From an optimization exercise on the open Yosys and OpenROAD flow, aimed at small area; shortcuts taken in it are not production practice. RTL that was checked went through simulation tests only; none was proved equivalent to the original. Function not checked in run 1: the RTL went through the layout flow alone. Power and IR drop assume default switching activity.

[flow/design.v]
module wire_guard (
    input  wire        clk,
    input  wire        rst_n,
    input  wire        cmd_valid,
    output wire        cmd_ready,
    input  wire        cmd_op,         
    input  wire [3:0]  cmd_chan,
    input  wire [15:0] cmd_cur,        
    input  wire [3:0]  cmd_csa,        
    input  wire [15:0] cmd_kcoef,      
    input  wire [9:0]  cmd_tau,        
    input  wire [10:0] cmd_dtmax,      
    input  wire [6:0]  cmd_winit,      
    input  wire        cmd_init,       
    output wire        res_valid,
    output wire [3:0]  res_chan,
    output wire [35:0] res_theta,
    output wire        res_latch
);
    localparam [35:0] DEF_THETA = 36'd2500000000;
    localparam [15:0] DEF_KCOEF = 16'd3800;
    localparam [9:0]  DEF_TAU   = 10'd40;
    localparam [10:0] DEF_DTMAX = 11'd500;
    localparam [17:0] ALPHA_N   = 18'd214748;    
    localparam [2:0] S_IDLE = 3'd0, S_INIT = 3'd1, S_X = 3'd2, S_Y = 3'd3,
                     S_Z = 3'd4, S_C = 3'd5;
    reg  [5:0] ph;
    reg  [2:0] state;
    reg  [3:0] chan;
    wire st_x = (state == S_X);
    wire st_y = (state == S_Y);
    wire st_z = (state == S_Z);
    wire st_c = (state == S_C);
    wire st_init = (state == S_INIT);
    wire st_idle = (state == S_IDLE);
    wire ph36 = (ph == 6'd36);
    wire ph31 = (ph == 6'd31);
    wire ph32 = (ph == 6'd32);
    wire ph_hi = (ph >= 6'd31);
    wire free_x = st_idle | st_init;              
    wire free_c = st_idle | st_z | st_c;          
    wire go_x = free_x & ph36 & cmd_valid & ~cmd_op;
    wire go_c = free_c & ph31 & cmd_valid & cmd_op;
    assign cmd_ready = (st_x & ph36) | (st_c & (ph == 6'd30));
    assign res_valid = (st_z | st_c) & ph31;
    assign res_chan  = chan;
    always @(posedge clk) begin
        if (!rst_n) begin
            ph    <= 6'd0;
            state <= S_INIT;
        end else begin
            ph <= ph36 ? 6'd0 : ph + 6'd1;
            if (go_x)
                state <= S_X;
            else if (go_c)
                state <= S_C;
            else case (state)
                S_INIT:  if (ph36) state <= S_IDLE;
                S_X:     if (ph36) state <= S_Y;
                S_Y:     if (ph36) state <= S_Z;
                S_Z:     if (ph31) state <= S_IDLE;
                S_C:     if (ph31) state <= S_IDLE;
                default: state <= S_IDLE;
            endcase
        end
        if (go_x | go_c)
            chan <= cmd_chan;
    end
    wire [15:0] a36, a31, b01, b12, b25;
    wire        a_head = a36[chan];
    wire        a_tap  = a31[chan];
    wire        b_t01  = b01[chan];
    wire        b_t12  = b12[chan];
    wire        b_t25  = b25[chan];
    wire [5:0]  ia = (ph >= 6'd32) ? ph - 6'd32 : ph + 6'd5;    
    wire [36:0] def_a = {1'b0, DEF_THETA};
    wire [36:0] def_b = {DEF_TAU, DEF_KCOEF, DEF_DTMAX};
    wire        da = def_a[ia];
    wire        db = def_b[ph];
    reg  [15:0] kval;
    always @* begin
        case (cmd_csa)
            4'd1:    kval = 16'd16000;
            4'd2:    kval = 16'd9500;
            4'd3:    kval = 16'd5500;
            4'd4:    kval = 16'd3800;
            4'd5:    kval = 16'd2200;
            4'd6:    kval = 16'd1100;
            4'd7:    kval = 16'd550;
            4'd8:    kval = 16'd300;
            4'd9:    kval = 16'd140;
            4'd10:   kval = 16'd70;
            4'd11:   kval = 16'd36;
            default: kval = cmd_kcoef;
        endcase
    end
    reg kcap;                                
    always @(posedge clk) kcap <= cmd_tau[4];
    wire [36:0] cfg_b = {cmd_tau, kval, cmd_dtmax};
    wire        cb = ph31 ? kcap : cfg_b[ph];
    wire        wa;                          
    wire        wa_en = st_init | (st_y & (ph >= 6'd32)) | st_z | st_c;
    wire        wb_en = st_init | st_c;
    wire        wa_d = st_init ? da : wa;
    wire        wb_d = st_init ? db : cb;
    genvar g;
    generate
        for (g = 0; g < 16; g = g + 1) begin : g_ch
            reg  [36:0] ra;
            reg  [36:0] rb;
            wire sel = st_init | (chan == g);
            always @(posedge clk) begin
                ra <= {ra[35:32], (wa_en & sel) ? wa_d : ra[31], ra[30:0], ra[36]};
                rb <= {rb[35:0], (wb_en & sel) ? wb_d : rb[36]};
            end
            assign a36[g] = ra[36];
            assign a31[g] = ra[31];
            assign b01[g] = rb[1];
            assign b12[g] = rb[12];
            assign b25[g] = rb[25];
        end
    endgenerate
    wire        neg = cmd_cur[15];
    wire [15:0] mag = cmd_cur ^ {16{neg}};
    reg  [17:0] alpha;
    reg  [9:0]  tau;
    reg         x1;
    always @* begin
        x1 = 1'b0;
        if (st_x & (ph < 6'd16))                       x1 = b_t25;
        if ((st_z | (st_c & ~cmd_init)) & (ph >= 6'd2) & (ph <= 6'd12)) x1 = b_t01;
        if (st_c & cmd_init & (ph <= 6'd10))           x1 = cb;
    end
    wire [16:0] b1 = st_x ? {1'b0, mag} : (st_c & cmd_init) ? {10'd0, cmd_winit} : 17'd78125;
    reg  [16:0] acc1;
    wire [17:0] sum1 = {1'b0, acc1} + (x1 ? {1'b0, b1} : 18'd0) + {17'd0, x1 & neg & st_x};
    wire        out1 = sum1[0];
    always @(posedge clk)
        acc1 <= ph_hi ? 17'd0 : sum1[17:1];
    reg         bw;
    reg         sat;
    wire [36:0] R_w;
    reg  [36:0] R;
    wire        din_ok = st_y & (ph < 6'd36);
    wire        sv  = din_ok & (sat | R[36]);
    wire        tv  = din_ok & a_head;
    wire        bwi = bw & ~(st_y & (ph == 6'd0));
    wire        dif = sv ^ tv ^ bwi;
    always @(posedge clk)
        bw <= (~sv & tv) | (~(sv ^ tv) & bwi);
    wire        x2 = (st_y | st_z) ? dif : out1;
    wire [17:0] b2 = st_x ? {2'b0, mag} : st_c ? 18'd3125 : alpha;
    reg  [17:0] acc2;
    wire [18:0] sum2 = {1'b0, acc2} + (x2 ? {1'b0, b2} : 19'd0) + {18'd0, x2 & neg & st_x};
    wire        out2 = sum2[0];
    wire        clr2 = st_idle | st_init | (st_x & ph36) | (st_c & ph_hi);
    always @(posedge clk)
        acc2 <= clr2 ? 18'd0 : sum2[18:1];
    always @(posedge clk)
        if (st_x & ph36) sat <= |acc2;
    reg         cy;
    wire        cyi = cy & ~(st_y & ph32);
    wire        thn = out2 ^ a_tap ^ cyi;
    always @(posedge clk)
        cy <= (out2 & a_tap) | (cyi & (out2 ^ a_tap));
    reg  ge, le, dly;
    wire first  = (st_y | st_c) & ph32;
    wire gei  = first | ge;
    wire lei  = first ? ((st_c & cmd_init) ? ((cmd_winit <= 7'd50) | (cmd_dtmax == 11'd0)) : 1'b1) : le;
    wire dlyi = ~first & dly;
    wire cmp_on = ~(st_c & cmd_init);
    wire rel_f = lei & ~dlyi;                  
    wire lat_n = (st_z & gei) | (a_tap & ~rel_f);
    assign wa = ph31 ? lat_n :
                (st_y | st_z) ? thn :
                cmd_init ? (ph_hi ? 1'b0 : out2) : a_tap;
    always @(posedge clk) begin
        ge  <= (wa != out1) ? wa : gei;
        le  <= (cmp_on & (dlyi != out1)) ? out1 : lei;
        dly <= cmp_on & wa;
    end
    reg  [9:0]  rem;
    wire [4:0]  nk  = 5'd30 - ph[4:0];
    wire [10:0] rsh = {(ph == 6'd13) ? 10'd0 : rem, ALPHA_N[nk]};
    wire        qb  = (rsh >= {1'b0, tau});
    wire [10:0] rnx = qb ? rsh - {1'b0, tau} : rsh;
    always @(posedge clk) begin
        if (st_x & (ph >= 6'd3) & (ph <= 6'd12))
            tau <= {b_t12, tau[9:1]};
        if (st_x & (ph >= 6'd13) & (ph <= 6'd30))
            alpha <= {alpha[16:0], qb};
        rem <= rnx[9:0];
    end
    always @(posedge clk)
        R <= {R[35:0], st_x ? out2 : wa};
    generate
        for (g = 0; g < 36; g = g + 1) begin : g_res
            assign res_theta[g] = R[35 - g];
        end
    endgenerate
    assign res_latch = wa;
endmodule
[flow/flow/run.sh]
#!/bin/bash
set -euo pipefail
bash standard.sh \
  "CTS_ARGS=-sink_clustering_enable -repair_clock_nets -dont_use_dummy_load -buf_list sky130_fd_sc_hd__clkbuf_4 -sink_clustering_size 10 -sink_clustering_max_diameter 60" \
  "BUFFER_PORTS_ARGS=-buffer_cell sky130_fd_sc_hd__buf_1" \
  finish > flow_make.log 2>&1
[flow/standard.sh]
#!/bin/bash
# synth_recipe.tcl (not shown) runs the flow's synth.tcl, then flattens the netlist and writes it again
# the make line also repeats each setting of config.mk as NAME=value (left out here)
make -C /OpenROAD-flow-scripts/flow DESIGN_CONFIG=/design/flow/config.mk WORK_HOME=/design/flow/orfs CLKGATE_MAP_FILE= SYNTH_SCRIPT=/design/flow/synth_recipe.tcl "${@:-finish}"
[flow/config.mk]
export PLATFORM = sky130hd
export DESIGN_NAME = wire_guard
export DESIGN_NICKNAME = wire_guard
export VERILOG_FILES = /design/flow/design.v
export SDC_FILE = /design/flow/constraint.sdc
export NUM_CORES = 4
export LEC_CHECK = 0
export ABC_AREA = 1
export ABC_CLOCK_PERIOD_IN_PS = 35000
export CAP_MARGIN = 20
export CORE_MARGIN = 2
export CORE_UTILIZATION = 70
export PLACE_DENSITY = 0.8
export SLEW_MARGIN = 20
[flow/constraint.sdc]
create_clock -name core_clock -period 35.0 [get_ports {clk}]
set_input_delay 7.0000 -clock core_clock [delete_from_list [all_inputs] [get_ports {clk}]]
set_output_delay 7.0000 -clock core_clock [all_outputs]
set_load 0.01 [all_outputs]
==> results of run 1 <==
==> flip-flops by register name (all words and copies together), names as in the netlist, 6 cells and up <==
register  count
R            37
rem          10
acc1         17
ph            6
alpha        18
g_ch.rb     592
g_ch.ra     592
acc2         18
tau          10
==> synthesized netlist by cell type (all sizes together), types with 11 or more instances <==
library cell | count | area, um2
dfxtp | 1281 | 25600
nor2 | 130 | 515
a22oi | 46 | 345
inv | 175 | 657
nand2 | 315 | 1200
ha | 51 | 638
o21ai | 84 | 420
nor3 | 15 | 75.1
a21oi | 121 | 609
buf | 63 | 433
xnor2 | 11 | 96.3
xor2 | 17 | 149
nand3 | 79 | 418
edfxtp | 33 | 991
==> kinds of logic after synthesis <==
| family | count (synthesis) | synth area share (%) |
|---|---|---|
| flip-flops | 1314 | 80.8 |
| XOR/XNOR | 28 | 0.744 |
| AO/OA/AOI/OAI | 299 | 5.26 |
| adder cells (fa/ha/maj) | 58 | 2.36 |
| multiplexers | 2 | 0.0607 |
| AND/OR/NAND/NOR | 571 | 7.33 |
| buffers and inverters | 249 | 3.44 |
==> cell type report <==
| type | count | area share (%) |
|---|---|---|
| inverter | 177 | 1.90 |
| antenna | 2 | 0.0143 |
| clock buffer | 150 | 3.23 |
| multi-input combinational | 958 | 14.9 |
| sequential | 1314 | 76.3 |
| timing repair buffer | 125 | 1.45 |
| tap | 607 | 2.18 |
==> report_power, final <==
group	switching [mW]	internal [mW]	leakage, nW
Combinational	0.0570	0.0325	3.30
Clock	0.418	0.198	0.690
Sequential	0.0610	1.69	10.8
==> through the flow <==
step / area, um2 / power, mW
2_1_floorplan: 33000 / 1.81
3_3_place_gp: 33800 / 1.85
3_5_place_dp: 33800 / 1.87
4_1_cts: 34900 / 2.48
5_1_grt: 34900 / 2.56
6_report: 34900 / 2.45
==> metal layers <==
metal | routed length [um] | track usage, % | vias up
li1 | - | - | 8437
met5 | 13 | 0 | -
met4 | 2140 | 12.3 | 2
met2 | 27700 | 39.5 | 460
met3 | 2620 | 5.14 | 125
met1 | 26500 | 32.7 | 8070
==> critical path: stages <==
cell and delay, ns:
buf_1 0.18, inv_1 0.09, ha_1 0.35, inv_1 0.12, nand3_1 0.25, nand2_1 0.18, nand3_1 0.09, nand2_1 0.06
nand3_1 0.09, nand3_1 0.10, nand3_1 0.08, nand2_1 0.07, nand2_1 0.09, nand3_2 0.19, a21boi_0 0.16, fa_1 0.52
inv_1 0.07, o21ai_0 0.46, o211ai_1 0.21, fa_1 0.61, fa_1 0.44, a21oi_1 0.16, nand2_1 0.13, nand2_1 0.12
buf_1 0.16
==> how the worst max path moves through the flow <==
stage,startpoint,endpoint,slack (ns),cells past startpoint
floorplan,cmd_csa[2],res_latch,17.09,23
global placement,cmd_csa[3],res_latch,16.26,25
detailed placement,cmd_csa[3],res_latch,16.06,25
CTS,cmd_csa[3],res_latch,16.03,25
global route,cmd_csa[3],res_latch,15.59,25
finish,cmd_csa[3],res_latch,16.03,25
==> impl_results.md, run 1 <==
* Io pins at 116
* Static Leak at 14.8 nW
* Wire length per cell after detailed routing at 17.7 um
* Cell depth of the worst min-delay path at 0
* Final cell count without fillers at 3,333
* Maximum buffer depth of the clock tree at 3
* Clock tree from TritonCTS: built
* Row count at 79
* Share of cells above drive strength 1 at 7.05%
* RSZ-0062 raised after global routing: no
* Total standard cell area after synthesis at 33,000 um2
* Worst hold endpoint: g_ch[14].ra[7]
* Via density at 5.13
* Most frequent cells in the layout: dfxtp_1 (1,281), nand2_1 (308), inv_1 (170), clkbuf_4 (150), nor2_1 (125)
* Mean Syn Cell Area at 13.1 um2
* Distinct cell type count of the synthesized netlist at 53
* Grt total ovfl at 0
* Chip Width at 221 um
* Hold Fails Final Rpt at 0
* H-Tree Depth at 4
* Maximum number of pins on one net before global-route repair at 29
* Startpoint of the lowest-slack hold path: g_ch[14].ra[6]
* Core region area at 46,600 um2
* Final #Nets at 2,857
* Clk sinks at 1,314
* Detailed Route Iter0 Violations at 1,115
* Die outline height at 221 um
* Port Buffer Count at 115
* CTS-repair resized insts at 0
* Skew-Pair Late Insertion Delay at 0.97 ns
* Global routing usage summed across all routing layers at 24.8%
* Worst path setup slack after routing at 16.03 ns
* Clock transition at path regs at 0.09 ns
* Worst r2r src: ph[1]
* Count of filler cells inserted in the layout at 2,888
* Number of nets with antenna violations after detailed routing at 0
* Post-CTS repair timing setup buffer count at 0
* Layout Skew at 0.102 ns
* Number of flops mapped to enable cells by yosys at 33
* Most frequent standard cell in the layout excluding fill and tap cells: dfxtp_1
* Number of storage elements in the synthesis netlist at 1,314
* FF/Latch Area at 26,600 um2
* Routed vias at 17.1k
* Final core utilization at 74.9%
* TritonCTS Buffers at 150
* Clock tree root buffer cell: clkbuf_4
* Maximum capacitance violations at 0
* Cell Count Post-Placement at 3,181
* Highest fanout seen on the critical path at 9
* Ys Warns at 1
* Power density normalized to cell area at 70.3 nW/um2
* Slew HR at 31.5%
* RD Place Congestion at 0.880
* Top_reg_cell synth: dfxtp_1
* Fin crit share at 54.2%
* DRC Markers at 0
* Capturing point of the worst reg2reg path: acc2[13]
* Startpoint Class: primary input
* Critical setup path kind: in -> out
* Number of nets in the synthesized netlist at 2,652
* Setup slack after placement at 16.06 ns
* Number of buffers inserted by hold repair at cts at 0
* Endpoint type of the worst setup path: primary output
* Number of setup violations in the final report at 0
* Status: complete, no violations
* Final setup TNS at 0 ns
* Data arrival, critical path at 11.97 ns
* Synth-to-layout area growth at 5.85%
* Worst min-delay path category: reg -> reg
* Worst R2R Path Depth at 23
* Share of flip-flops with an asynchronous set or reset at 0%
* Wire length of the first global-routing pass at 93,600 um
* Pins over their slew limit at 0
* WP data required at 28.00 ns
* Initial standard-cell utilization of the core at 70.8%
* Worst-case register-to-register setup slack at 28.43 ns
* Antenna violations before repair at 3
* Highest attainable clock frequency at 52.7 MHz
* Synth Instances at 2,521
* Actual transition at the worst max-transition pin at 1.03 ns
* First-pass DRT Iterations at 5
* Number of global-route vias before repair at 17.6k
* Routed wire length at 59,000 um
* Floorplan die area at 48,800 um2
* Multi-input gate area in the final layout at 5190 um2
* Share of the yosys chip area belonging to registers at 80.8%
* VDD IR max at 0.0663 mV
* Worst hold margin at 0.291 ns
* Detailed placement HPWL at 39,700 um
* Final critical delay including setup and external delays at 18.97 ns
==> inputs of run 2 (changes only) <==
--- a/flow/design.v
+++ b/flow/design.v
@@ -15,4 +15,4 @@
     output wire        res_valid,
-    output wire [3:0]  res_chan,
-    output wire [35:0] res_theta,
+    output reg  [3:0]  res_chan,       
+    output reg  [35:0] res_theta,      
     output wire        res_latch
@@ -28,3 +28,3 @@
     reg  [2:0] state;
-    reg  [3:0] chan;
+    wire [3:0] chan = res_chan;
     wire st_x = (state == S_X);
@@ -45,3 +45,2 @@
     assign res_valid = (st_z | st_c) & ph31;
-    assign res_chan  = chan;
     always @(posedge clk) begin
@@ -66,3 +65,3 @@
         if (go_x | go_c)
-            chan <= cmd_chan;
+            res_chan <= cmd_chan;
     end
@@ -141,6 +140,5 @@
     reg         sat;
-    wire [36:0] R_w;
-    reg  [36:0] R;
+    reg         r36;
     wire        din_ok = st_y & (ph < 6'd36);
-    wire        sv  = din_ok & (sat | R[36]);
+    wire        sv  = din_ok & (sat | r36);
     wire        tv  = din_ok & a_head;
@@ -193,9 +191,6 @@
     end
-    always @(posedge clk)
-        R <= {R[35:0], st_x ? out2 : wa};
-    generate
-        for (g = 0; g < 36; g = g + 1) begin : g_res
-            assign res_theta[g] = R[35 - g];
-        end
-    endgenerate
+    always @(posedge clk) begin
+        res_theta <= {st_x ? out2 : wa, res_theta[35:1]};
+        r36       <= res_theta[0];
+    end
     assign res_latch = wa;
==> flow/run.sh (new file) <==
#!/bin/bash
# synth_recipe.tcl (not shown) runs the flow's synth.tcl, then flattens the netlist and writes it again
# the make line also repeats each setting of config.mk as NAME=value (left out here)
make -C /OpenROAD-flow-scripts/flow DESIGN_CONFIG=/design/flow/config.mk WORK_HOME=/design/flow/orfs CLKGATE_MAP_FILE= SYNTH_SCRIPT=/design/flow/synth_recipe.tcl finish
--- a/flow/config.mk
+++ b/flow/config.mk
@@ -12,2 +12,5 @@
 export CORE_UTILIZATION = 70
+export CTS_BUF_LIST = sky130_fd_sc_hd__clkbuf_8
+export CTS_CLUSTER_DIAMETER = 60
+export CTS_CLUSTER_SIZE = 20
 export PLACE_DENSITY = 0.8
removed: flow/flow/run.sh
removed: flow/standard.sh
==> run 2 against run 1 <==
Effect of this change: still clean on timing, DRC and antenna; via count down 1.9%; combinational power increased to 3.4 times the previous value; count of clock-buffer cells in the layout down 71; highest routed layer is now met4.
==> impl_results.md, run 2 <==
* Synth-to-layout area growth at 9.18%
* FF/Latch Area at 26,600 um2
* Final setup TNS at 0 ns
* Number of buffers inserted by hold repair at cts at 0
* Initial standard-cell utilization of the core at 70.5%
* Data arrival, critical path at 12.88 ns
* Share of Yosys cell area claimed by the top area cell type at 78.4%
* Synth Instances at 2,490
* Die outline height at 220 um
* Highest attainable clock frequency at 50.3 MHz
* H-Tree Depth at 3
* Antenna violations before repair at 0
* Worst min-delay path category: reg -> reg
* Setup slack after placement at 15.19 ns
* Highest fanout seen on the critical path at 13
* Ys Warns at 1
* Count of filler cells inserted in the layout at 2,734
* Clock transition at path regs at 0.11 ns
* Number of nets in the synthesized netlist at 2,621
* Top-count cell post-synth: dfxtp_1
* Most frequent cells in the layout: dfxtp_1 (1,281), nand2_1 (331), inv_1 (172), a21oi_1 (122), clkdlybuf4s50_1 (115)
* Mean Syn Cell Area at 13.1 um2
* Wire length of the first global-routing pass at 86,400 um
* Cell Count Post-Placement at 3,185
* Startpoint Class: primary input
* Dominant cell type by count on the critical path: nand2_1
* RD Place Congestion at 0.851
* Critical setup path kind: in -> out
* Share of the yosys chip area belonging to registers at 81.5%
* Top_reg_cell synth: dfxtp_1
* Clock tree root buffer cell: clkbuf_8
* Maximum capacitance violations at 0
* Switching fraction of total power at 24.8%
* CTS-repair resized insts at 0
* Floorplan die area at 48,500 um2
* Worst path setup slack after routing at 15.12 ns
* Chip Width at 220 um
* Number of setup violations in the final report at 0
* TritonCTS Buffers at 77
* WP data required at 28.00 ns
* Leading post-synthesis cells by cell area: dfxtp_1 (78%), nand2_1 (3.8%), edfxtp_1 (3.0%)
* Net switching power at 769 uW
* Final #Nets at 2,788
* Multi-input gate area in the final layout at 5220 um2
* Static Leak at 15.2 nW
* Skew-Pair Late Insertion Delay at 0.69 ns
* Number of nets with antenna violations after detailed routing at 0
* Routed wire length at 55,700 um
* Clock tree from TritonCTS: built
* Number of flops mapped to enable cells by yosys at 33
* Io pins at 116
* Final cell count without fillers at 3,281
* Finished Cell Area at 35,700 um2
* Fin crit share at 56.8%
* First-pass DRT Iterations at 5
* VDD IR max at 0.0650 mV
* Final critical delay including setup and external delays at 19.88 ns
* Status: complete, no violations
* Pins over their slew limit at 0
* Clk sinks at 1,314
* Clock network fraction of design power at 20.3%
* Slowest library cell on the worst path: fa_1
* Largest stage delay on the critical path at 0.61 ns
* Distinct cell type count of the synthesized netlist at 55
* Maximum buffer depth of the clock tree at 3
* Detailed Route Iter0 Violations at 1,182
* DRC Markers at 0
* Port Buffer Count at 115
* Power density normalized to cell area at 86.9 nW/um2
* Global routing usage summed across all routing layers at 23.2%
* Endpoint type of the worst setup path: primary output
* Hold Fails Final Rpt at 0
* Number of storage elements in the synthesis netlist at 1,314
* Gate power share at 9.9%
* Post-CTS repair timing setup buffer count at 0
* Actual transition at the worst max-transition pin at 1.09 ns
* Detailed placement HPWL at 36,600 um
* Core region area at 46,400 um2
* Layout Skew at 0.0438 ns
* Via density at 5.11
* Grt total ovfl at 0
* RSZ-0062 raised after global routing: no
* List of most frequent post-synthesis cells: dfxtp_1 (1,281), nand2_1 (331), inv_1 (166)
* Worst hold margin at 0.318 ns
* Maximum number of pins on one net before global-route repair at 28
* Number of global-route vias before repair at 16.8k
* Most frequent standard cell in the layout excluding fill and tap cells: dfxtp_1
* Share of cells above drive strength 1 at 5.61%
* Dominant cell type by area after synthesis: dfxtp_1
* Total standard cell area after synthesis at 32,700 um2
* Area after DPL at 34,500 um2
* Row count at 79
* Routed vias at 16.8k
* Cell internal power dissipation at 2.33 mW
* Slew HR at 27.0%
* Share of power burned in registers at 69.8%
* Largest regs: g_ch.ra (592), g_ch.rb (592), res_theta (36)
* Share of flip-flops with an asynchronous set or reset at 0%
* Wire length per cell after detailed routing at 17.0 um
==> run 2: cell families after synthesis <==
kind of cell             share of synthesized area (%)
AO/OA/AOI/OAI                                     5.46
XOR/XNOR                                         0.536
adder cells (fa/ha/maj)                           2.38
buffers and inverters                             2.59
flip-flops                                        81.5
multiplexers                                    0.0306
AND/OR/NAND/NOR                                   7.54
==> run 2: power by group through the flow <==
stage	sequential (mW)	clock, mW	combinational (mW)
finish	2.16	0.631	0.308
global route	2.21	0.697	0.342
CTS	2.17	0.648	0.304
detailed placement	2.20	0	0.300
global placement	2.17	0	0.289
floorplan	2.12	0	0.194
==> run 2: worst paths after layout <==
check             slack, ns         endpoint  cells after the start       startpoint
hold reg to reg        0.32  g_ch[13].ra[31]                      0  g_ch[13].ra[30]
hold / removal         0.32  g_ch[13].ra[31]                      0  g_ch[13].ra[30]
setup / recovery      15.12        res_latch                     25       cmd_csa[2]
setup reg to reg      27.73         acc2[13]                     23            ph[0]
==> run 2: per-stage QoR <==
stage / utilization, % / power (mW)
2_1_floorplan: - / 2.31
3_3_place_gp: 74.4 / 2.45
3_5_place_dp: 74.4 / 2.50
4_1_cts: 77.0 / 3.13
5_1_grt: 77.0 / 3.25
6_report: 77.0 / 3.10
==> run 2: layout make-up <==
class / instances / area share (%)
flip-flops and latches: 1314 / 74.6
multi-input cells: 965 / 14.6
repair buffers: 123 / 3.39
clock buffers: 79 / 3.05
well taps: 607 / 2.13
inverters: 176 / 1.85
clock inverters: 15 / 0.319
diodes: 2 / 0.0140
==> run 2: worst max-delay path: cells and delay by family <==
family	cells	cell delay (ns)
buf+inv	4	1.20
simple gates	13	2.07
fa+ha+maj	4	1.84
compound gates	4	0.78
==> run 2: per-layer routing <==
layer	up-vias	GRT usage (%)	wire length, um
met4	0	8.61	1640
li1	8250	-	-
met1	7955	32.2	25900
met3	114	4.25	2550
met2	458	36.8	25500
met5	-	0	0
==> inputs of run 3 (changes only) <==
--- a/flow/config.mk
+++ b/flow/config.mk
@@ -14,3 +14,3 @@
 export CTS_CLUSTER_DIAMETER = 60
-export CTS_CLUSTER_SIZE = 20
+export CTS_CLUSTER_SIZE = 16
 export PLACE_DENSITY = 0.8
==> run 3 against run 2 <==
Effect of this change: clock power grew 7.6%; sequential share of layout area decreased by 0.49 points; combinational power about the same; non-clock buffer count is the same; wire length is 1.1% higher; first-iteration DRC count rose by 4.1%; flip-flop and latch count unchanged; final cell count is 0.58% higher; maximum frequency barely moved; count of clock-buffer cells in the layout is 19 higher; sequential power about the same; final area is 0.66% higher; critical path type unchanged; critical endpoint unchanged; largest power group unchanged.
==> impl_results.md, run 3 <==
* Post-Synth XOR/XNOR Area at 0.536%
* Pins over their slew limit at 0
* Wire length per cell after detailed routing at 17.0 um
* VDD IR max at 0.0647 mV
* Antenna violations before repair at 1
* Clock tree from TritonCTS: built
* Chip Width at 220 um
* Wire length of the first global-routing pass at 87,500 um
* Number of flops mapped to enable cells by yosys at 33
* Worst r2r src: ph[0]
* Distinct cell type count of the synthesized netlist at 55
* Maximum capacitance violations at 0
* Total standard cell area after synthesis at 32,700 um2
* Share of the yosys chip area belonging to registers at 81.5%
* Dominant cell type by area after synthesis: dfxtp_1
* Maximum buffer depth of the clock tree at 3
* DRC Markers at 0
* Routed wire length at 56,300 um
* Worst min-delay path category: reg -> reg
* Post-CTS repair timing setup buffer count at 0
* Ys Warns at 1
* Detailed Route Iter0 Violations at 1,231
* Share of cells above drive strength 1 at 6.20%
* Leading post-synthesis cells by cell area: dfxtp_1 (78%), nand2_1 (3.8%), edfxtp_1 (3.0%)
* Multiplexer fraction of the synthesized cell area at 0.0306%
* Capturing point of the worst reg2reg path: acc2[13]
* Detailed placement HPWL at 36,600 um
* Static Leak at 15.4 nW
* First-pass DRT Iterations at 6
* Core region area at 46,400 um2
* Share of flip-flops with an asynchronous set or reset at 0%
* Adder-cell share of the synthesized area at 2.38%
* WP data required at 28.00 ns
* Endpoint type of the worst setup path: primary output
* Compound-Gate Fraction of Synth Area at 5.46%
* Row count at 79
* Number of setup violations in the final report at 0
* Skew-Pair Late Insertion Delay at 0.71 ns
* Main combinational cell family by area after synthesis: simple AND/OR/NAND/NOR gates
* Final critical delay including setup and external delays at 19.87 ns
* Clock transition at path regs at 0.09 ns
* Floorplan die area at 48,500 um2
* Startpoint of the lowest-slack hold path: g_ch[13].rb[17]
* Power density normalized to cell area at 87.8 nW/um2
* Critical setup path kind: in -> out
* Final setup TNS at 0 ns
* Status: complete, no violations
* Synth-to-layout area growth at 9.90%
* TritonCTS Buffers at 94
* Share of Yosys cell area claimed by the top area cell type at 78.4%
* Worst R2R Path Depth at 23
* Number of global-route vias before repair at 17.0k
* Largest regs: g_ch.ra (592), g_ch.rb (592), res_theta (36)
* Mean Syn Cell Area at 13.1 um2
* Highest attainable clock frequency at 50.3 MHz
* Number of storage elements in the synthesis netlist at 1,314
* Area share of and/or/nand/nor cells after synthesis at 7.54%
* H-Tree Depth at 3
* Startpoint Class: primary input
* Initial standard-cell utilization of the core at 70.5%
* Slew HR at 28.0%
* CTS-repair resized insts at 0
* Actual transition at the worst max-transition pin at 1.08 ns
* Data arrival, critical path at 12.87 ns
* Die outline height at 220 um
* Layout Skew at 0.0461 ns
* Clock tree root buffer cell: clkbuf_8
* Routed vias at 16.9k
* Synth Instances at 2,490
* RSZ-0062 raised after global routing: no
* Clk sinks at 1,314
* Multi-input gate area in the final layout at 5220 um2
* Most frequent standard cell in the layout excluding fill and tap cells: dfxtp_1
* Top_reg_cell synth: dfxtp_1
* Top-count cell post-synth: dfxtp_1
* Highest fanout seen on the critical path at 13
* Number of nets with antenna violations after detailed routing at 0
* Via density at 5.12
* Port Buffer Count at 115
* Number of nets in the synthesized netlist at 2,621
* Maximum number of pins on one net before global-route repair at 28
* Global routing usage summed across all routing layers at 23.5%
* Worst-case register-to-register setup slack at 27.77 ns
* Io pins at 116
* Worst hold endpoint: g_ch[13].rb[18]
* Final #Nets at 2,805
* Sum of internal, switching and leakage power at 3.15 mW
* Count of filler cells inserted in the layout at 2,700
* Most frequent cells in the layout: dfxtp_1 (1,281), nand2_1 (331), inv_1 (175), a21oi_1 (122), clkdlybuf4s50_1 (115)
* Cell depth of the worst min-delay path at 0
* Hold Fails Final Rpt at 0
* Grt total ovfl at 0
* RD Place Congestion at 0.851
* List of most frequent post-synthesis cells: dfxtp_1 (1,281), nand2_1 (331), inv_1 (166)
* FF/Latch Area at 26,600 um2
* Fin crit share at 56.8%
* Worst hold margin at 0.313 ns
* Number of buffers inserted by hold repair at cts at 0
## run 3: kinds of logic (layout without fill, tap and decap cells)
group / Yosys count / count (layout)
and+or+nand+nor: 580 / 580
buffers and inverters: 211 / 413
adders and majority gates: 58 / 58
xor gates and xnor gates: 20 / 20
AOI/OAI and AO/OA: 306 / 306
DFF: 1314 / 1314
other: 0 / 1
muxes: 1 / 1
## run 3: power by group
part	internal, mW	switching [mW]
registers	2.00	0.163
clock network	0.256	0.423
logic	0.114	0.195
## run 3: per-stage QoR
stage	cells	setup slack (ns)	utilization [%]	instance area, um2
2_1_floorplan	2490	17.13	-	32700
3_3_place_gp	3185	15.36	74.4	34500
3_5_place_dp	3185	15.19	74.4	34500
4_1_cts	3299	15.17	77.5	35900
5_1_grt	3299	14.63	77.5	35900
6_report	3300	15.13	77.5	35900
## run 3: per-layer routing
metal	GRT usage, %	wire (um)	up-vias
li1	-	-	8289
met1	32.4	25800	7984
met3	4.49	2930	122
met4	8.93	1630	0
met5	0	0	-
met2	37.2	25900	505
## run 3: area by class of cell
class	instances	area share [%]
Multi-Input combinational cell	965	14.5
Timing Repair Buffer	123	3.37
Clock inverter	16	0.251
Antenna cell	1	0.00696
Tap cell	607	2.11
Sequential cell	1314	74.1
Clock buffer	98	3.75
Inverter	176	1.84
## run 3: worst max-delay path: stages
cell	delay, ns
clkdlybuf4s50_1	0.49
inv_1	0.08
ha_1	0.24
nand2_1	0.16
nand2_1	0.12
nor2_1	0.48
nand2_1	0.11
nand3_1	0.11
nand3_1	0.10
nand3_1	0.10
nand3_1	0.11
nand2_1	0.08
nand2_1	0.08
nand3_1	0.37
a21boi_0	0.20
fa_1	0.55
inv_1	0.08
o21ai_2	0.24
o211ai_1	0.16
fa_1	0.60
fa_1	0.44
a21oi_1	0.16
nand2_1	0.14
nand2_1	0.12
clkdlybuf4s50_1	0.55
## run 3: worst max path at each step
stage / start / endpoint / cells past startpoint
2_1_floorplan: cmd_csa[2] / res_latch / 25
3_3_place_gp: cmd_csa[3] / res_latch / 25
6_report: cmd_csa[2] / res_latch / 25
3_5_place_dp: cmd_csa[2] / res_latch / 25
4_1_cts: cmd_csa[2] / res_latch / 25
5_1_grt: cmd_csa[3] / res_latch / 26
==> inputs of run 4 (changes only) <==
==> flow/flow/run.sh (new file) <==
#!/bin/bash
# The standard layout (standard.sh) with these changes:
#  synthesis: ABC maps with flow/abc_area.script (area-oriented &nf mapping,
#    no buffering or resizing inside ABC), adders are not mapped to
#    Kogge-Stone carry trees or to half/full-adder cells. Flip-flops are
#    mapped exactly as in the standard synthesis.
#  CTS: clkbuf_8 clock tree, sink clusters of up to 16, no dummy loads.
#  ports: buffered with buf_1.
# Each step's full output goes to a log file in this folder (and ORFS's own
# per-step logs under orfs/logs).
set -euo pipefail
here=$(pwd)
mkdir -p "$here/scripts"
for f in "$FLOW_HOME"/scripts/*; do
  ln -sf "$f" "$here/scripts/"
done
rm -f "$here/scripts/abc_area.script"
cp "$here/flow/abc_area.script" "$here/scripts/abc_area.script"

bash standard.sh \
  "SCRIPTS_DIR=$here/scripts" \
  "ADDER_MAP_FILE=" \
  "SYNTH_OPERATIONS_ARGS=-noshare" \
  synth > "$here/log_synth.txt" 2>&1

bash standard.sh \
  "CTS_ARGS=-sink_clustering_enable -repair_clock_nets -dont_use_dummy_load -buf_list sky130_fd_sc_hd__clkbuf_8 -sink_clustering_size 16 -sink_clustering_max_diameter 60" \
  "BUFFER_PORTS_ARGS=-buffer_cell sky130_fd_sc_hd__buf_1" \
  finish > "$here/log_layout.txt" 2>&1
==> flow/flow/abc_area.script (new file) <==
strash
&get -n
&fraig -x
&put
scorr
dc2
dretime
strash
&get -n
&dch -f
&nf
&put
==> flow/standard.sh (new file) <==
#!/bin/bash
# synth_recipe.tcl (not shown) runs the flow's synth.tcl, then flattens the netlist and writes it again
# the make line also repeats each setting of config.mk as NAME=value (left out here)
make -C /OpenROAD-flow-scripts/flow DESIGN_CONFIG=/design/flow/config.mk WORK_HOME=/design/flow/orfs CLKGATE_MAP_FILE= SYNTH_SCRIPT=/design/flow/synth_recipe.tcl "${@:-finish}"
--- a/flow/config.mk
+++ b/flow/config.mk
@@ -12,5 +12,2 @@
 export CORE_UTILIZATION = 70
-export CTS_BUF_LIST = sky130_fd_sc_hd__clkbuf_8
-export CTS_CLUSTER_DIAMETER = 60
-export CTS_CLUSTER_SIZE = 16
 export PLACE_DENSITY = 0.8
removed: flow/run.sh
==> run 4 against run 3 <==
Effect of this change: die area shrank 4.8%; combinational power decreased by about 70%; final cell count shrank 13%; wire length fell by 0.27%; final area is 6.3% lower; critical path type unchanged; critical endpoint unchanged; largest cell class unchanged; largest power group unchanged; highest routed layer is now met5.
==> impl_results.md, run 4 <==
* Maximum capacitance violations at 0
* Worst path setup slack after routing at 14.98 ns
* Multi-input gate area in the final layout at 4410 um2
* Share of flip-flops with an asynchronous set or reset at 0%
* Io pins at 116
* Number of flops mapped to enable cells by yosys at 33
* Static Leak at 13.3 nW
* Clock transition at path regs at 0.09 ns
* Final cell count without fillers at 2,858
* Post-CTS repair timing setup buffer count at 0
* Dominant cell type by area after synthesis: dfxtp_1
* List of most frequent post-synthesis cells: dfxtp_1 (1,281), nand2_1 (105), nor2_1 (91)
* Row count at 77
* Wire length of the first global-routing pass at 86,800 um
* Top-count cell post-synth: dfxtp_1
* DRC Markers at 0
* Worst r2r src: res_chan[1]
* Pins over their slew limit at 0
* Routed wire length at 56,100 um
* Timing startpoint of the critical path: cmd_csa[3]
* Wire length per cell after detailed routing at 19.6 um
* H-Tree Depth at 3
* Cell depth of the worst min-delay path at 0
* Number of setup violations in the final report at 0
* Final setup TNS at 0 ns
* Leading post-synthesis cells by cell area: dfxtp_1 (82%), edfxtp_1 (3.2%), a21oi_1 (1.4%)
* Synth Instances at 2,046
* Share of cells above drive strength 1 at 4.85%
* Actual transition at the worst max-transition pin at 1.11 ns
* Cell Count Post-Placement at 2,764
* CTS-repair resized insts at 0
* Total standard cell area after synthesis at 31,100 um2
* Number of nets in the synthesized netlist at 2,119
* Clk sinks at 1,314
* Chip Width at 215 um
* Maximum buffer depth of the clock tree at 3
* Count of filler cells inserted in the layout at 2,385
* Number of buffers inserted by hold repair at cts at 0
* Share of the yosys chip area belonging to registers at 85.7%
* FF/Latch Area at 26,600 um2
* WP data required at 28.00 ns
* Status: complete, no violations
* Highest fanout seen on the critical path at 13
* Fin crit share at 57.2%
* Share of Yosys cell area claimed by the top area cell type at 82.5%
* Floorplan die area at 46,100 um2
* Detailed Route Iter0 Violations at 1,162
* Worst R2R Path Depth at 27
* Startpoint Class: primary input
* Critical setup path kind: in -> out
* Highest attainable clock frequency at 49.9 MHz
* Synth-to-layout area growth at 8.24%
* Power density normalized to cell area at 78.4 nW/um2
* Final #Nets at 2,341
* TritonCTS Buffers at 94
* Number of storage elements in the synthesis netlist at 1,314
* Distinct cell type count of the synthesized netlist at 56
* Top_reg_cell synth: dfxtp_1
* Via density at 5.25
* Global routing usage summed across all routing layers at 24.8%
* Final critical delay including setup and external delays at 20.02 ns
* Port Buffer Count at 115
* RD Place Congestion at 0.856
* Worst min-delay path category: reg -> reg
* Clock tree from TritonCTS: built
* RSZ-0062 raised after global routing: no
* Slew HR at 25.6%
* Grt total ovfl at 0
* Antenna violations before repair at 4
* VDD IR max at 0.0664 mV
* Most frequent cells in the layout: dfxtp_1 (1,281), buf_1 (115), nand2_1 (105), clkbuf_8 (94)
* Ys Warns at 1
* Number of global-route vias before repair at 15.5k
* First-pass DRT Iterations at 5
* End of the critical path: res_latch
* Initial standard-cell utilization of the core at 70.6%
* Worst-case register-to-register setup slack at 26.14 ns
* Routed vias at 15.0k
* Data arrival, critical path at 13.02 ns
* Final core utilization at 76.4%
* Core region area at 44,000 um2
* Number of diodes at 0
* Number of nets with antenna violations after detailed routing at 0
* Endpoint type of the worst setup path: primary output
* Capturing point of the worst reg2reg path: acc2[16]
* Clock tree root buffer cell: clkbuf_8
* Maximum number of pins on one net before global-route repair at 25
* Most frequent standard cell in the layout excluding fill and tap cells: dfxtp_1
* Hold Fails Final Rpt at 0
* Layout Skew at 0.106 ns
* Setup slack after placement at 15.11 ns
* Mean Syn Cell Area at 15.2 um2
* Skew-Pair Late Insertion Delay at 0.71 ns
* Detailed placement HPWL at 35,700 um
* Die outline height at 215 um
* Largest regs: g_ch.ra (592), g_ch.rb (592), res_theta (36)
run 4: changes by cell type after synthesis, sizes merged, moves of 16 or more:
cell and delta:
ha -51, nand2 -231, inv -173, o21ai -35, mux2 +32, xnor2 +27
a21oi -34, xor2 +19, maj3 +16, buf -21, nor2 -22, nand3 -52
run 4: per-stage QoR:
step	power, mW	hold WS (ns)	area (um2)
floorplan	1.93	0.310	31100
global placement	1.98	0.310	32400
detailed placement	2.01	0.312	32400
CTS	2.66	0.257	33700
global route	2.74	0.258	33700
finish	2.64	0.265	33700
run 4: area by class of cell:
| class | instances | area share [%] |
|---|---|---|
| flip-flops and latches | 1314 | 79.2 |
| well taps | 592 | 2.20 |
| repair buffers | 126 | 1.53 |
| clock buffers | 94 | 3.84 |
| inverters | 15 | 0.167 |
| multi-input cells | 717 | 13.1 |
run 4: worst max-delay path: stages:
cell       delay, ns
buf_1           0.22
xnor2_1         0.67
o21a_1          0.39
a221oi_1        0.15
o32a_1          0.38
nor3_1          0.19
o32ai_1         0.12
a21oi_1         0.22
a2bb2oi_1       0.44
a31oi_1         0.48
nor2_1          0.31
xnor3_1         0.44
a211oi_1        0.39
xnor2_1         0.13
xnor2_1         0.34
xnor2_1         0.15
xnor2_1         0.14
nor2_1          0.08
a31oi_1         0.05
o21ai_0         0.38
clkinv_1        0.16
buf_1           0.18
run 4: report_power, final:
group	leakage (nW)	total (mW)	internal (mW)	switching [mW]
registers	10.9	1.89	1.79	0.0983
clock network	0.676	0.658	0.241	0.417
logic	1.80	0.0927	0.0370	0.0557
total	13.3	2.64	2.07	0.571
run 4: cells by family after synthesis:
| family | synth area share (%) |
|---|---|
| buffers and inverters | 0.181 |
| xor gates and xnor gates | 1.93 |
| muxes | 1.19 |
| DFF | 85.7 |
| adders and majority gates | 0.515 |
| and+or+nand+nor | 4.89 |
| AOI/OAI and AO/OA | 5.62 |
run 4: layer usage:
| layer | vias up | track usage (%) | wire length [um] |
|---|---|---|---|
| met1 | 7211 | 33.1 | 24800 |
| met4 | 2 | 9.07 | 1550 |
| met2 | 431 | 40.9 | 26800 |
| met3 | 118 | 4.78 | 2910 |
| met5 | - | 0 | 13 |
| li1 | 7233 | - | - |
run 4: how the worst min path moves through the flow:
stage / start / endpoint / slack, ns
6_report: g_ch[1].ra[27] / g_ch[1].ra[28] / 0.26
5_1_grt: g_ch[8].ra[11] / g_ch[8].ra[12] / 0.26
4_1_cts: g_ch[1].ra[27] / g_ch[1].ra[28] / 0.26
3_5_place_dp: g_ch[0].rb[24] / g_ch[0].rb[25] / 0.31
3_3_place_gp: g_ch[12].ra[6] / g_ch[12].ra[7] / 0.31
2_1_floorplan: g_ch[0].ra[9] / g_ch[0].ra[10] / 0.31
==> inputs of run 5 (changes only) <==
--- a/flow/flow/run.sh
+++ b/flow/flow/run.sh
@@ -2,3 +2,4 @@
 # The standard layout (standard.sh) with these changes:
-#  synthesis: ABC maps with flow/abc_area.script (area-oriented &nf mapping,
+#  synthesis: ABC maps with flow/abc_area.script (deepsyn AIG rewriting for
+#    60 s, then area-oriented &nf mapping,
 #    no buffering or resizing inside ABC), adders are not mapped to
==> flow/flow/abc_area.script (replaced) <==
strash
&get -n
&fraig -x
&put
scorr
dc2
dretime
strash
&get -n
&deepsyn -T 60
&dch -f
&nf -R 1000 -p -F 8 -C 32
&put
==> run 5 against run 4 <==
Effect of this change: largest power group unchanged; sequential share of layout area increased by 0.73 points; setup slack improved by 0.16 ns; via count decreased by 3.2%; utilization grew 0.64 points; sequential power down 5%; highest routed layer unchanged; final cell count down 1.8%; largest cell class unchanged.
==> impl_results.md, run 5 <==
* Final setup TNS at 0 ns
* VDD IR max at 0.0621 mV
* Final core utilization at 77.1%
* Worst R2R Path Depth at 37
* Multi-input gate area in the final layout at 4160 um2
* Share of flip-flops with an asynchronous set or reset at 0%
* RSZ-0062 raised after global routing: no
* Static Leak at 13.3 nW
* Startpoint Class: primary input
* Wire length per cell after detailed routing at 18.6 um
* Fin crit share at 56.8%
* Antenna violations before repair at 3
* Share of cells above drive strength 1 at 4.59%
* Mean Syn Cell Area at 15.4 um2
* Critical setup path kind: in -> out
* Core region area at 43,300 um2
* Endpoint type of the worst setup path: primary output
* Largest stage delay on the critical path at 0.65 ns
* Final critical delay including setup and external delays at 19.87 ns
* Clock transition at path regs at 0.09 ns
* Timing startpoint of the critical path: cmd_csa[2]
* Most frequent standard cell in the layout excluding fill and tap cells: dfxtp_1
* Cell Count Post-Placement at 2,713
* TritonCTS Buffers at 93
* Pins over their slew limit at 0
* Number of storage elements in the synthesis netlist at 1,314
* Worst min-delay path category: reg -> reg
* Dominant cell type by area after synthesis: dfxtp_1
* Layout Skew at 0.0548 ns
* Global routing usage summed across all routing layers at 23.3%
* Number of nets with antenna violations after detailed routing at 0
* Number of global-route vias before repair at 14.4k
* Most frequent cells in the layout: dfxtp_1 (1,281), nand2_1 (115), buf_1 (115), clkbuf_8 (93), a21oi_1 (73)
* Grt total ovfl at 0
* Largest regs: g_ch.ra (592), g_ch.rb (592), res_theta (36)
* Final cell count without fillers at 2,807
* Post-CTS repair timing setup buffer count at 0
* Die outline height at 214 um
* Row count at 76
* Highest fanout seen on the critical path at 11
* Number of flops mapped to enable cells by yosys at 33
* Total buffers and inverters traversed by the critical path at 3
* FF/Latch Area at 26,600 um2
* Io pins at 116
* Status: complete, no violations
* DRC Markers at 0
* Data arrival, critical path at 12.87 ns
* Startpoint of the lowest-slack hold path: g_ch[14].ra[29]
* Capturing point of the worst reg2reg path: acc2[16]
* Worst hold endpoint: g_ch[14].ra[30]
* Clk sinks at 1,314
* Number of setup violations in the final report at 0
* Count of filler cells inserted in the layout at 2,408
* Cell depth of the worst min-delay path at 0
* Worst-case register-to-register setup slack at 24.96 ns
* Kind of cell adding the most delay to the critical path: compound AO/OA/AOI/OAI gates
* H-Tree Depth at 3
* WP data required at 28.00 ns
* Clock tree root buffer cell: clkbuf_8
* Final #Nets at 2,296
* Detailed Route Iter0 Violations at 1,107
* Wire length of the first global-routing pass at 79,600 um
* Actual transition at the worst max-transition pin at 1.07 ns
* Leading post-synthesis cells by cell area: dfxtp_1 (83%), edfxtp_1 (3.2%), nand2_1 (1.4%)
* Maximum number of pins on one net before global-route repair at 19
* Skew-Pair Late Insertion Delay at 0.69 ns
* Ys Warns at 1
* Detailed placement HPWL at 33,800 um
* Clock tree from TritonCTS: built
* Synth Instances at 2,006
* Ordered cell list for the critical path: buf_1, clkinv_1, nand2_1, o21ai_0, nor2_1, and2_0, a21oi_1, o32ai_1, o2111ai_1, nand4_1, a41oi_1, nor3_1, o32a_1, and4b_1, or2_0, o221a_1, xnor2_1, a21oi_1, a21o_1, nand2_1, o311ai_0, a21oi_1, a21oi_1, buf_1
* Routed vias at 14.5k
* Share of Yosys cell area claimed by the top area cell type at 83.2%
* Via density at 5.17
* Maximum buffer depth of the clock tree at 3
* Number of nets in the synthesized netlist at 2,079
* Highest attainable clock frequency at 50.3 MHz
* Power density normalized to cell area at 77.8 nW/um2
* Initial standard-cell utilization of the core at 71.3%
* Slew HR at 28.5%
* Area after DPL at 32,100 um2
* Dominant cell type by count on the critical path: a21oi_1
* Sum of internal, switching and leakage power at 2.60 mW
* Synth-to-layout area growth at 8.13%
* Port Buffer Count at 115
* Share of the yosys chip area belonging to registers at 86.4%
* Number of buffers inserted by hold repair at cts at 0
* Slowest library cell on the worst path: a21oi_1
* Finished Cell Area at 33,300 um2
* Top_reg_cell synth: dfxtp_1
* Total standard cell area after synthesis at 30,800 um2
* List of most frequent post-synthesis cells: dfxtp_1 (1,281), nand2_1 (115), a21oi_1 (73)
* Worst r2r src: res_chan[2]
* Distinct cell type count of the synthesized netlist at 56
* Hold Fails Final Rpt at 0
* CTS-repair resized insts at 0
* Floorplan die area at 45,700 um2
* Maximum capacitance violations at 0
* Top-count cell post-synth: dfxtp_1
* First-pass DRT Iterations at 9
* Chip Width at 214 um
* Routed wire length at 52,200 um
* RD Place Congestion at 0.951
-- run 5: cell types whose count changed after synthesis, moves of 8 or more --
cell / delta
a21oi_1: -17
o22ai_1: +9
a22oi_1: -36
o21ai_0: +9
xnor2_1: -19
nor2_1: -24
nand2_1: +10
nand2b_1: +8
-- run 5: routing by layer --
layer,vias up,track usage (%),routed length (um)
met3,125,4.96,2720
met1,6872,31.7,23300
met4,2,8.17,1600
met2,460,37.4,24500
met5,-,0,13
li1,7063,-,-
-- run 5: final cells by class --
| type | count | share of cell area [%] |
|---|---|---|
| diodes | 1 | 0.00750 |
| clock buffers | 93 | 3.84 |
| inverters | 13 | 0.146 |
| multi-input cells | 679 | 12.5 |
| flip-flops and latches | 1314 | 79.9 |
| well taps | 585 | 2.20 |
| repair buffers | 122 | 1.45 |
-- run 5: worst reg2reg max path, delay by kind of cell, from the launching register on --
kind / cells / cell delay, ns
AO/OA/AOI/OAI: 16 / 3.83
adder cells (fa/ha/maj): 5 / 1.97
XOR/XNOR: 1 / 0.25
AND/OR/NAND/NOR: 15 / 3.17
flip-flops: 1 / 0.73
-- run 5: power by group --
group	switching, mW	internal (mW)
Combinational	0.0869	0.0579
Sequential	0.0805	1.72
Clock	0.410	0.239
Total	0.578	2.02
-- run 5: through the flow --
step / hold slack (ns) / setup WS [ns]
after floorplan: 0.310 / 16.87
after global placement: 0.310 / 15.87
after detailed placement: 0.312 / 15.45
after CTS: 0.306 / 15.43
after global routing: 0.308 / 14.59
final: 0.305 / 15.13
-- run 5: worst max-delay path by stage --
| stage | end | slack [ns] | depth (start not counted) |
|---|---|---|---|
| final | res_latch | 15.13 | 24 |
| after detailed placement | res_latch | 15.45 | 24 |
| after global routing | res_latch | 14.59 | 24 |
| after global placement | res_latch | 15.87 | 23 |
| after floorplan | res_latch | 16.87 | 21 |
| after CTS | res_latch | 15.43 | 24 |
-- run 5: cells by family after synthesis --
| logic type | count (synthesis) | synth area share, % |
|---|---|---|
| xor gates and xnor gates | 48 | 1.36 |
| adders and majority gates | 12 | 0.390 |
| DFF | 1314 | 86.4 |
| buffers and inverters | 13 | 0.158 |
| AOI/OAI and AO/OA | 253 | 5.31 |
| and+or+nand+nor | 330 | 5.10 |
| muxes | 36 | 1.30 |
==> inputs of run 6 (changes only) <==
--- a/flow/flow/run.sh
+++ b/flow/flow/run.sh
@@ -27,3 +27,3 @@
 bash standard.sh \
-  "CTS_ARGS=-sink_clustering_enable -repair_clock_nets -dont_use_dummy_load -buf_list sky130_fd_sc_hd__clkbuf_8 -sink_clustering_size 16 -sink_clustering_max_diameter 60" \
+  "CTS_ARGS=-sink_clustering_enable -repair_clock_nets -dont_use_dummy_load -buf_list sky130_fd_sc_hd__clkbuf_8 -sink_clustering_size 18 -sink_clustering_max_diameter 60" \
   "BUFFER_PORTS_ARGS=-buffer_cell sky130_fd_sc_hd__buf_1" \
==> run 6 against run 5 <==
Effect of this change: maximum frequency hardly changed; flip-flop and latch count unchanged; utilization shrank 0.32 points; final area down 0.41%; count of clock-buffer cells in the layout shrank 10; synthesized cell count stayed put; hold slack better by 0.00060 ns; area after synthesis unchanged.
==> impl_results.md, run 6 <==
* Power density normalized to cell area at 77.0 nW/um2
* Area after DPL at 32,100 um2
* Number of flops mapped to enable cells by yosys at 33
* Antenna violations before repair at 0
* Cell depth of the worst min-delay path at 0
* Static Leak at 13.3 nW
* Top-count cell post-synth: dfxtp_1
* Clock tree from TritonCTS: built
* Clock network fraction of design power at 24.0%
* Detailed placement HPWL at 33,800 um
* Switching fraction of total power at 22.1%
* Share of flip-flops with an asynchronous set or reset at 0%
* Net switching power at 564 uW
* Endpoint type of the worst setup path: primary output
* Share of the yosys chip area belonging to registers at 86.4%
* Global routing usage summed across all routing layers at 22.6%
* H-Tree Depth at 3
* Cell Count Post-Placement at 2,713
* Core region area at 43,300 um2
* Grt total ovfl at 0
* Gate power share at 5.6%
* Detailed Route Iter0 Violations at 1,133
* RSZ-0062 raised after global routing: no
* RD Place Congestion at 0.951
* Number of buffers inserted by hold repair at cts at 0
* Floorplan die area at 45,700 um2
* Die outline height at 214 um
* Routed wire length at 50,800 um
* Number of global-route vias before repair at 14.3k
* Via density at 5.16
* Number of nets in the synthesized netlist at 2,079
* Number of storage elements in the synthesis netlist at 1,314
* WP data required at 28.00 ns
* TritonCTS Buffers at 83
* Share of power burned in registers at 70.4%
* Worst path setup slack after routing at 15.15 ns
* Initial standard-cell utilization of the core at 71.3%
* Synth Instances at 2,006
* Dominant cell type by area after synthesis: dfxtp_1
* Maximum capacitance violations at 0
* DRC Markers at 0
* Actual transition at the worst max-transition pin at 1.01 ns
* Routed vias at 14.4k
* Highest attainable clock frequency at 50.4 MHz
* Count of filler cells inserted in the layout at 2,468
* Most frequent standard cell in the layout excluding fill and tap cells: dfxtp_1
* Final critical delay including setup and external delays at 19.85 ns
* Slew HR at 32.3%
* Number of setup violations in the final report at 0
* Final #Nets at 2,286
* Maximum number of pins on one net before global-route repair at 19
* Worst R2R Path Depth at 35
* Mean Syn Cell Area at 15.4 um2
* Setup slack after placement at 15.45 ns
* Total standard cell area after synthesis at 30,800 um2
* Pins over their slew limit at 0
* Number of nets with antenna violations after detailed routing at 0
* Clock transition at path regs at 0.10 ns
* Chip Width at 214 um
* VDD IR max at 0.0574 mV
* Maximum buffer depth of the clock tree at 3
* Clk sinks at 1,314
* Post-CTS repair timing setup buffer count at 0
* Cell internal power dissipation at 1.99 mW
* Hold Fails Final Rpt at 0
* Most frequent cells in the layout: dfxtp_1 (1,281), nand2_1 (115), buf_1 (115), clkbuf_8 (83), a21oi_1 (73)
* Share of Yosys cell area claimed by the top area cell type at 83.2%
* Port Buffer Count at 115
* CTS-repair resized insts at 0
* Largest regs: g_ch.ra (592), g_ch.rb (592), res_theta (36)
* Worst min-delay path category: reg -> reg
* Highest fanout seen on the critical path at 11
* Wire length of the first global-routing pass at 77,600 um
* Data arrival, critical path at 12.85 ns
* Distinct cell type count of the synthesized netlist at 56
* Top_reg_cell synth: dfxtp_1
* List of most frequent post-synthesis cells: dfxtp_1 (1,281), nand2_1 (115), a21oi_1 (73)
* Fin crit share at 56.7%
* Wire length per cell after detailed routing at 18.2 um
* Synth-to-layout area growth at 7.68%
* Ys Warns at 1
* Sum of internal, switching and leakage power at 2.56 mW
* Critical setup path kind: in -> out
* Skew-Pair Late Insertion Delay at 0.68 ns
* Final setup TNS at 0 ns
* Startpoint Class: primary input
* Status: complete, no violations
* Io pins at 116
* Clock tree root buffer cell: clkbuf_8
* First-pass DRT Iterations at 7
* Layout Skew at 0.0691 ns
* Share of cells above drive strength 1 at 4.16%
* Row count at 76
* Finished Cell Area at 33,200 um2
* Final cell count without fillers at 2,797
* Leading post-synthesis cells by cell area: dfxtp_1 (83%), edfxtp_1 (3.2%), nand2_1 (1.4%)
[run 6: changes by cell type in the layout (fill, tap and decap cells not counted)]
cell | before | now
clkbuf_8 | 93 | 83
[run 6: logic make-up (layout without fill, tap and decap cells)]
logic type,Yosys count,after routing,share of synthesized area (%)
AOI/OAI and AO/OA,253,253,5.31
other,0,1,0
xor gates and xnor gates,48,48,1.36
muxes,36,36,1.30
DFF,1314,1314,86.4
buffers and inverters,13,218,0.158
adders and majority gates,12,12,0.390
and+or+nand+nor,330,330,5.10
[run 6: metrics by stage]
step           hold slack (ns)  utilization (%)
2_1_floorplan            0.310                -
3_3_place_gp             0.310             74.1
3_5_place_dp             0.312             74.1
4_1_cts                  0.305             76.7
5_1_grt                  0.309             76.7
6_report                 0.306             76.7
[run 6: critical path, stage by stage]
cell and delay (ns):
buf_1 0.14, clkinv_1 0.18, nand2_1 0.17, o21ai_0 0.21, nor2_1 0.36, and2_0 0.43
a21oi_1 0.14, o32ai_1 0.22, o2111ai_1 0.19, nand4_1 0.12, a41oi_1 0.06, nor3_1 0.40
o32a_1 0.28, and4b_1 0.28, or2_0 0.29, o221a_1 0.28, xnor2_1 0.15, a21oi_1 0.66
a21o_1 0.21, nand2_1 0.10, o311ai_0 0.33, a21oi_1 0.07, a21oi_1 0.37, buf_1 0.20
[run 6: power by group through the flow]
stage	Combinational [mW]	Sequential [mW]	Clock [mW]
after global placement	0.134	1.82	0
after detailed placement	0.141	1.83	0
after CTS	0.143	1.80	0.630
after floorplan	0.0948	1.80	0
after global routing	0.162	1.82	0.679
final	0.144	1.80	0.613
[run 6: final timing paths]
| path | startpoint | endpoint | slack, ns |
|---|---|---|---|
| worst max-delay path | cmd_csa[2] | res_latch | 15.15 |
| worst min-delay path | g_ch[14].ra[19] | g_ch[14].ra[20] | 0.31 |
| worst max register to register | res_chan[2] | acc2[16] | 25.18 |
| worst min register to register | g_ch[14].ra[19] | g_ch[14].ra[20] | 0.31 |
[run 6: metal layers]
layer | global-route usage (%) | up-vias | wire (um)
li1 | - | 7055 | -
met1 | 31.1 | 6843 | 23000
met2 | 36.1 | 422 | 23500
met3 | 4.80 | 125 | 2830
met4 | 7.69 | 0 | 1500
met5 | 0 | - | 0
[run 6: layout make-up]
cell class / count / area [um2] / share of cell area [%]
Timing Repair Buffer: 122 / 484 / 1.46
Antenna cell: 1 / 2.50 / 0.00754
Clock buffer: 83 / 1140 / 3.44
Tap cell: 585 / 732 / 2.20
Multi-Input combinational cell: 679 / 4160 / 12.5
Inverter: 13 / 48.8 / 0.147
Sequential cell: 1314 / 26600 / 80.2

afterwards: timing with drivers on the ports:
The flow's constraints put no driver on any port. The routed layouts listed below were extracted and timed again, unchanged, in two steps.
Step 1 assumes that a clkbuf_16 drives the clock port and a buf_2 every other input.
Step 2 adds t to the input delays and takes it off the output delays; t is the mean of the earliest and latest rising clock arrival at the registers after step 1. Input paths then give back, and output paths get back, about the clock's delay inside the block.
a / b / c = no drivers / after step 1 / after step 2; a / b = the first two.
run | t (ns) | setup WS [ns] | latest minus earliest clock arrival (ns)
run 1 | 0.976 | 16.026 / 15.985 / 15.985 | 0.102 / 0.102
run 2 | 0.728 | 15.119 / 15.081 / 15.081 | 0.055 / 0.054
run 3 | 0.736 | 15.131 / 15.094 / 15.094 | 0.051 / 0.051
run 4 | 0.714 | 14.977 / 14.943 / 14.943 | 0.108 / 0.107
run 5 | 0.720 | 15.132 / 15.100 / 15.100 | 0.062 / 0.062
run 6 | 0.706 | 15.149 / 15.116 / 15.116 | 0.069 / 0.069
After both steps every run listed still meets setup and hold. For run 1, which loses most, drivers alone change the setup slack by -0.041 ns; drivers and shift together by -0.041 ns.
